Context: an optimization exercise on an open-source flow, tuned for small area, a short achievable clock period and few clock cycles per item. The choices shown serve that exercise and are no tape-out recipe.
RTL that was checked went through simulation tests only; none was proved equivalent to the original.
Power figures rest on the tool's default switching activity, not on a simulated workload.

==> flow/design.v <==
module str_rebuild (
  input         clk,
  input         rst,
  input         in_valid,
  output        in_ready,
  input  [31:0] in_data,
  input  [31:0] in_mask,
  output        out_valid,
  input         out_ready,
  output [1:0]  out_n,
  output [4:0]  out_role_a,
  output [31:0] out_data_a,
  output [4:0]  out_role_b,
  output [31:0] out_data_b
);
  function [7:0] gf_mul(input [7:0] a, input [7:0] b);
    integer i;
    reg [7:0] p, t;
    begin
      p = 8'h00;
      t = a;
      for (i = 0; i < 8; i = i + 1) begin
        if (b[i]) p = p ^ t;
        t = {t[6:0], 1'b0} ^ (t[7] ? 8'h1D : 8'h00);
      end
      gf_mul = p;
    end
  endfunction
  function [7:0] gf_div2(input [7:0] a);
    gf_div2 = {1'b0, a[7:1]} ^ (a[0] ? 8'h8E : 8'h00);
  endfunction
  function [7:0] apow(input [4:0] k);
    reg [31:0] t0, t1, t2, t3, t4, t5, t6, t7;
    begin
      t0 = 32'h03A47101;
      t1 = 32'h0748E202;
      t2 = 32'h0D35B504;
      t3 = 32'h19CF1B08;
      t4 = 32'h303A4710;
      t5 = 32'h60748E20;
      t6 = 32'hC0E91C40;
      t7 = 32'h81D23880;
      apow = {t7[k], t6[k], t5[k], t4[k], t3[k], t2[k], t1[k], t0[k]};
    end
  endfunction
  function [7:0] ainv(input [4:0] k);
    reg [31:0] t0, t1, t2, t3, t4, t5, t6, t7;
    begin
      t0 = 32'h09FE178D;
      t1 = 32'h84FF0BC6;
      t2 = 32'h4B81926E;
      t3 = 32'h2C3EDEBA;
      t4 = 32'h9FE178D0;
      t5 = 32'h4FF0BC68;
      t6 = 32'h27F85E34;
      t7 = 32'h13FC2F1A;
      ainv = {t7[k], t6[k], t5[k], t4[k], t3[k], t2[k], t1[k], t0[k]};
    end
  endfunction
  function [7:0] wtab(input [4:0] k);
    reg [31:0] t0, t1, t2, t3, t4, t5, t6, t7;
    begin
      t0 = 32'hE029166C;
      t1 = 32'h5F9D8454;
      t2 = 32'h524738EE;
      t3 = 32'hBE228668;
      t4 = 32'hD4D20CDA;
      t5 = 32'h0C7D2F36;
      t6 = 32'hD0BB6CF2;
      t7 = 32'h3EF2F72E;
      wtab = {t7[k], t6[k], t5[k], t4[k], t3[k], t2[k], t1[k], t0[k]};
    end
  endfunction
  reg        rdy_r;
  reg [4:0]  role;
  reg [31:0] mask_r;       
  reg        er_r;
  reg [1:0]  ecnt;
  reg [4:0]  px, py;
  reg [31:0] ps, h;
  wire accept = in_valid && rdy_r;
  wire first  = (role == 5'd0);
  wire last   = (role == 5'd31);
  wire drop0  = (role == 5'd1) && mask_r[0];
  wire [4:0] role_n = accept ? role + 5'd1 : role;
  always @(posedge clk) begin
    if (first) begin
      mask_r <= in_mask;
      er_r   <= in_mask[1];
    end else if (accept) begin
      er_r   <= mask_r[role + 5'd1];
    end
  end
  reg [1:0] ecnt_t;
  reg [4:0] px_t, py_t;
  always @(*) begin
    ecnt_t = ecnt;
    px_t   = px;
    py_t   = py;
    if (er_r) begin
      if (ecnt == 2'd0) px_t = role;
      if (ecnt == 2'd1) py_t = role;
      if (ecnt != 2'd3) ecnt_t = ecnt + 2'd1;
    end
  end
  always @(posedge clk) begin
    if (accept) begin
      if (first) begin
        ecnt <= {1'b0, in_mask[0]};
        px   <= 5'd0;
        py   <= 5'd0;
      end else begin
        ecnt <= ecnt_t;
        px   <= px_t;
        py   <= py_t;
      end
    end
  end
  wire        clr    = accept && (first || drop0);
  wire        keep_p = accept && (first || (!er_r && !last));
  wire        keep_h = first || !er_r;
  wire [31:0] dp = in_data & {32{keep_p}};
  wire [31:0] dh = in_data & {32{keep_h}};
  wire [31:0] hm = h & {32{!(first || drop0)}};
  integer b;
  always @(posedge clk) begin
    ps <= (ps & {32{!clr}}) ^ dp;
    if (accept && role < 5'd30)
      for (b = 0; b < 4; b = b + 1)
        h[8*b +: 8] <= gf_div2(hm[8*b +: 8]) ^ dh[8*b +: 8];
  end
  reg [31:0] qs;
  always @(*)
    for (b = 0; b < 4; b = b + 1)
      qs[8*b +: 8] = gf_mul(h[8*b +: 8], 8'h30) ^ (er_r ? 8'h00 : in_data[8*b +: 8]);
  reg        busy, ov;
  reg [1:0]  sub;
  reg [3:0]  step;
  reg [1:0]  on_r;
  reg [4:0]  ora, orb;
  reg [31:0] ra, rb;
  wire load = accept && last;
  wire two   = (on_r == 2'd2);
  wire c_pq  = two && (ora == 5'd30);
  wire c_xq  = two && (orb == 5'd31) && !c_pq;
  wire c_xp  = two && (orb == 5'd30);
  wire c_xy  = two && (orb < 5'd30);
  wire c_q   = (on_r == 2'd1) && (ora == 5'd31);
  wire c_one = (on_r == 2'd1) && !c_q;
  wire [1:0] sub_n = (step == 4'd0) ? 2'd0 : ((sub == 2'd2) ? 2'd0 : sub + 2'd1);
  reg [7:0] coef_n, coef;
  always @(*) begin
    case (sub_n)
      2'd0:    coef_n = c_xy ? apow(orb) : (c_xq ? apow(ora) : 8'h00);
      2'd1:    coef_n = c_xy ? wtab(orb - ora) : 8'h01;
      default: coef_n = (c_xy || c_xp) ? ainv(ora) : 8'h01;
    endcase
  end
  wire [7:0] a0    = ra[7:0];
  wire [7:0] b0    = rb[7:0];
  wire [7:0] opnd  = (sub == 2'd0) ? a0 : b0;
  wire [7:0] mo    = gf_mul(opnd, coef);
  wire       sva   = c_xy || c_xp || c_q;
  wire       svb   = c_xy || c_xp;
  wire       keepa = two || c_one;           
  wire       keepb = two;                    
  wire [7:0] va    = sva ? mo : (a0 & {8{keepa}});
  wire [7:0] vb    = svb ? (a0 ^ va) : (b0 & {8{keepb}});
  wire [1:0] ecnt_l = ecnt_t;
  wire       many   = (ecnt_l == 2'd3);
  always @(posedge clk) begin
    if (load) begin
      ra   <= ps;
      rb   <= qs;
      on_r <= ecnt_l;
      ora  <= many ? 5'd0 : px_t;
      orb  <= many ? 5'd0 : py_t;
    end else if (busy && step != 4'd0) begin
      if (sub == 2'd2) begin
        ra <= {va, ra[31:8]};
        rb <= {vb, rb[31:8]};
      end else begin
        rb[7:0] <= mo ^ ((sub == 2'd0) ? b0 : 8'h00);
      end
    end
  end
  always @(posedge clk) begin
    coef <= coef_n;
  end
  wire done   = busy && (step == 4'd12);
  wire ov_n   = done || (ov && !out_ready);
  wire busy_n = load || (busy && !done);
  always @(posedge clk) begin
    if (rst) begin
      role  <= 5'd0;
      busy  <= 1'b0;
      ov    <= 1'b0;
      rdy_r <= 1'b1;
    end else begin
      role  <= role_n;
      busy  <= busy_n;
      ov    <= ov_n;
      rdy_r <= !((role_n == 5'd31) && (busy_n || ov_n));
    end
    if (load) begin
      step <= 4'd0;
      sub  <= 2'd0;
    end else if (busy) begin
      step <= step + 4'd1;
      sub  <= sub_n;
    end
  end
  assign in_ready   = rdy_r;
  assign out_valid  = ov;
  assign out_n      = on_r;
  assign out_role_a = ora;
  assign out_data_a = ra;
  assign out_role_b = orb;
  assign out_data_b = rb;
endmodule
Settings: LEC_CHECK=0, ABC_AREA=1, CAP_MARGIN=20, CORE_MARGIN=2, CORE_UTILIZATION=50, CTS_CLUSTER_DIAMETER=60, CTS_CLUSTER_SIZE=30, PLACE_DENSITY=0.65, SETUP_SLACK_MARGIN=5, SLEW_MARGIN=20; clock period 8.0 ns.
standard.sh (not shown) runs the stock make flow with config.mk's settings and CLKGATE_MAP_FILE= SYNTH_SCRIPT=/design/flow/synth_recipe.tcl, a recipe that flattens the netlist after the stock synthesis.
==> flow/flow/run.sh <==
#!/bin/bash
# Standard ORFS layout (the standard.sh) with the port buffers placed as
# buf_2 cells instead of the smallest buffer-like cell.
set -euo pipefail
export BUFFER_PORTS_ARGS="-buffer_cell sky130_fd_sc_hd__buf_2"
bash standard.sh > standard.log 2>&1
Testbench counts at the start, summed over its fixed seeds: cycles 61,552, columns 1,920.
==> next run, changes <==
--- a/flow/design.v
+++ b/flow/design.v
@@ -75,15 +75,14 @@
   reg [4:0]  role;
   reg [31:0] mask_r;       
   reg        er_r;
   reg [1:0]  ecnt;
   reg [4:0]  px, py;
   reg [31:0] ps, h;
+  reg  first, last;        
   wire accept = in_valid && rdy_r;
-  wire first  = (role == 5'd0);
-  wire last   = (role == 5'd31);
   wire drop0  = (role == 5'd1) && mask_r[0];
   wire [4:0] role_n = accept ? role + 5'd1 : role;
   always @(posedge clk) begin
     if (first) begin
       mask_r <= in_mask;
       er_r   <= in_mask[1];
@@ -131,85 +130,93 @@
   end
   reg [31:0] qs;
   always @(*)
     for (b = 0; b < 4; b = b + 1)
       qs[8*b +: 8] = gf_mul(h[8*b +: 8], 8'h30) ^ (er_r ? 8'h00 : in_data[8*b +: 8]);
   reg        busy, ov;
-  reg [1:0]  sub;
-  reg [3:0]  step;
+  reg [2:0]  sub;
+  reg [4:0]  step;
   reg [1:0]  on_r;
   reg [4:0]  ora, orb;
   reg [31:0] ra, rb;
+  reg [7:0]  mo_r;
+  wire lden = last && rdy_r;
   wire load = accept && last;
   wire two   = (on_r == 2'd2);
   wire c_pq  = two && (ora == 5'd30);
   wire c_xq  = two && (orb == 5'd31) && !c_pq;
   wire c_xp  = two && (orb == 5'd30);
   wire c_xy  = two && (orb < 5'd30);
   wire c_q   = (on_r == 2'd1) && (ora == 5'd31);
   wire c_one = (on_r == 2'd1) && !c_q;
-  wire [1:0] sub_n = (step == 4'd0) ? 2'd0 : ((sub == 2'd2) ? 2'd0 : sub + 2'd1);
+  wire [2:0] sub_n = (step == 5'd0 || sub == 3'd5) ? 3'd0 : sub + 3'd1;
   reg [7:0] coef_n, coef;
   always @(*) begin
     case (sub_n)
-      2'd0:    coef_n = c_xy ? apow(orb) : (c_xq ? apow(ora) : 8'h00);
-      2'd1:    coef_n = c_xy ? wtab(orb - ora) : 8'h01;
+      3'd0:    coef_n = c_xy ? apow(orb) : (c_xq ? apow(ora) : 8'h00);
+      3'd2:    coef_n = c_xy ? wtab(orb - ora) : 8'h01;
       default: coef_n = (c_xy || c_xp) ? ainv(ora) : 8'h01;
     endcase
   end
   wire [7:0] a0    = ra[7:0];
   wire [7:0] b0    = rb[7:0];
-  wire [7:0] opnd  = (sub == 2'd0) ? a0 : b0;
-  wire [7:0] mo    = gf_mul(opnd, coef);
+  wire [7:0] opnd  = (sub == 3'd0) ? a0 : b0;
   wire       sva   = c_xy || c_xp || c_q;
   wire       svb   = c_xy || c_xp;
   wire       keepa = two || c_one;           
   wire       keepb = two;                    
-  wire [7:0] va    = sva ? mo : (a0 & {8{keepa}});
+  wire [7:0] va    = sva ? mo_r : (a0 & {8{keepa}});
   wire [7:0] vb    = svb ? (a0 ^ va) : (b0 & {8{keepb}});
   wire [1:0] ecnt_l = ecnt_t;
   wire       many   = (ecnt_l == 2'd3);
   always @(posedge clk) begin
-    if (load) begin
+    mo_r <= gf_mul(opnd, coef);
+    coef <= coef_n;
+  end
+  always @(posedge clk) begin
+    if (lden) begin
       ra   <= ps;
       rb   <= qs;
       on_r <= ecnt_l;
       ora  <= many ? 5'd0 : px_t;
       orb  <= many ? 5'd0 : py_t;
-    end else if (busy && step != 4'd0) begin
-      if (sub == 2'd2) begin
+    end else if (busy) begin
+      if (sub == 3'd5) begin
         ra <= {va, ra[31:8]};
         rb <= {vb, rb[31:8]};
-      end else begin
-        rb[7:0] <= mo ^ ((sub == 2'd0) ? b0 : 8'h00);
+      end else if (sub == 3'd1) begin
+        rb[7:0] <= b0 ^ mo_r;
+      end else if (sub == 3'd3) begin
+        rb[7:0] <= mo_r;
       end
     end
   end
-  always @(posedge clk) begin
-    coef <= coef_n;
-  end
-  wire done   = busy && (step == 4'd12);
+  wire done   = busy && (step == 5'd24);
   wire ov_n   = done || (ov && !out_ready);
   wire busy_n = load || (busy && !done);
   always @(posedge clk) begin
     if (rst) begin
       role  <= 5'd0;
+      first <= 1'b1;
+      last  <= 1'b0;
       busy  <= 1'b0;
       ov    <= 1'b0;
       rdy_r <= 1'b1;
     end else begin
       role  <= role_n;
+      first <= (role_n == 5'd0);
+      last  <= (role_n == 5'd31);
       busy  <= busy_n;
       ov    <= ov_n;
       rdy_r <= !((role_n == 5'd31) && (busy_n || ov_n));
     end
     if (load) begin
-      step <= 4'd0;
-      sub  <= 2'd0;
+      step <= 5'd0;
+      sub  <= 3'd0;
     end else if (busy) begin
-      step <= step + 4'd1;
+      step <= step + 5'd1;
       sub  <= sub_n;
     end
   end
   assign in_ready   = rdy_r;
   assign out_valid  = ov;
   assign out_n      = on_r;
Result: Power rises by about 0.9%; clock skew went up by 0.012 ns; synthesized cell count went down by 1.2%; worst setup slack is better by 0.023 ns; clock-buffer cell count came out higher by 7; area after synthesis is higher by 0.78%; sequential share of layout area grows by 1.4 points; final area is about the same; via count falls by 1.7%; clock power climbs by 29%; maximum frequency went up by about 0.8%; routed wire length went up by 1.6%; sequential power barely changes.
Function not checked in the second run of this note: the RTL went through the layout flow alone.

==> what the ideal ports hide <==
The flow's constraints put no driver on any port. The routed layouts listed below were extracted and timed again, unchanged, in two steps. Step 1, drivers: a clkbuf_16 drives clk and a buf_2 each remaining input, both assumed. Step 2, shift: input delay + t, output delay - t, t = (earliest + latest rising clock arrival at the registers) / 2. This alone moves slack from input paths to output paths. Three values: ideal ports, drivers, drivers and shift; two values: the first two.
run	t (ns)	setup slack, ns	clock arrival spread, ns	worst data-port slew with drivers (ns)
the first run	0.548	5.095 / 5.046 / 4.649	0.022 / 0.021	0.04
the second run	0.570	5.118 / 5.066 / 4.743	0.033 / 0.033	0.07
After both steps setup and hold are still met in every run listed. The setup slack of the first run, which loses most, moves by -0.049 ns with the drivers and by -0.446 ns with both steps.
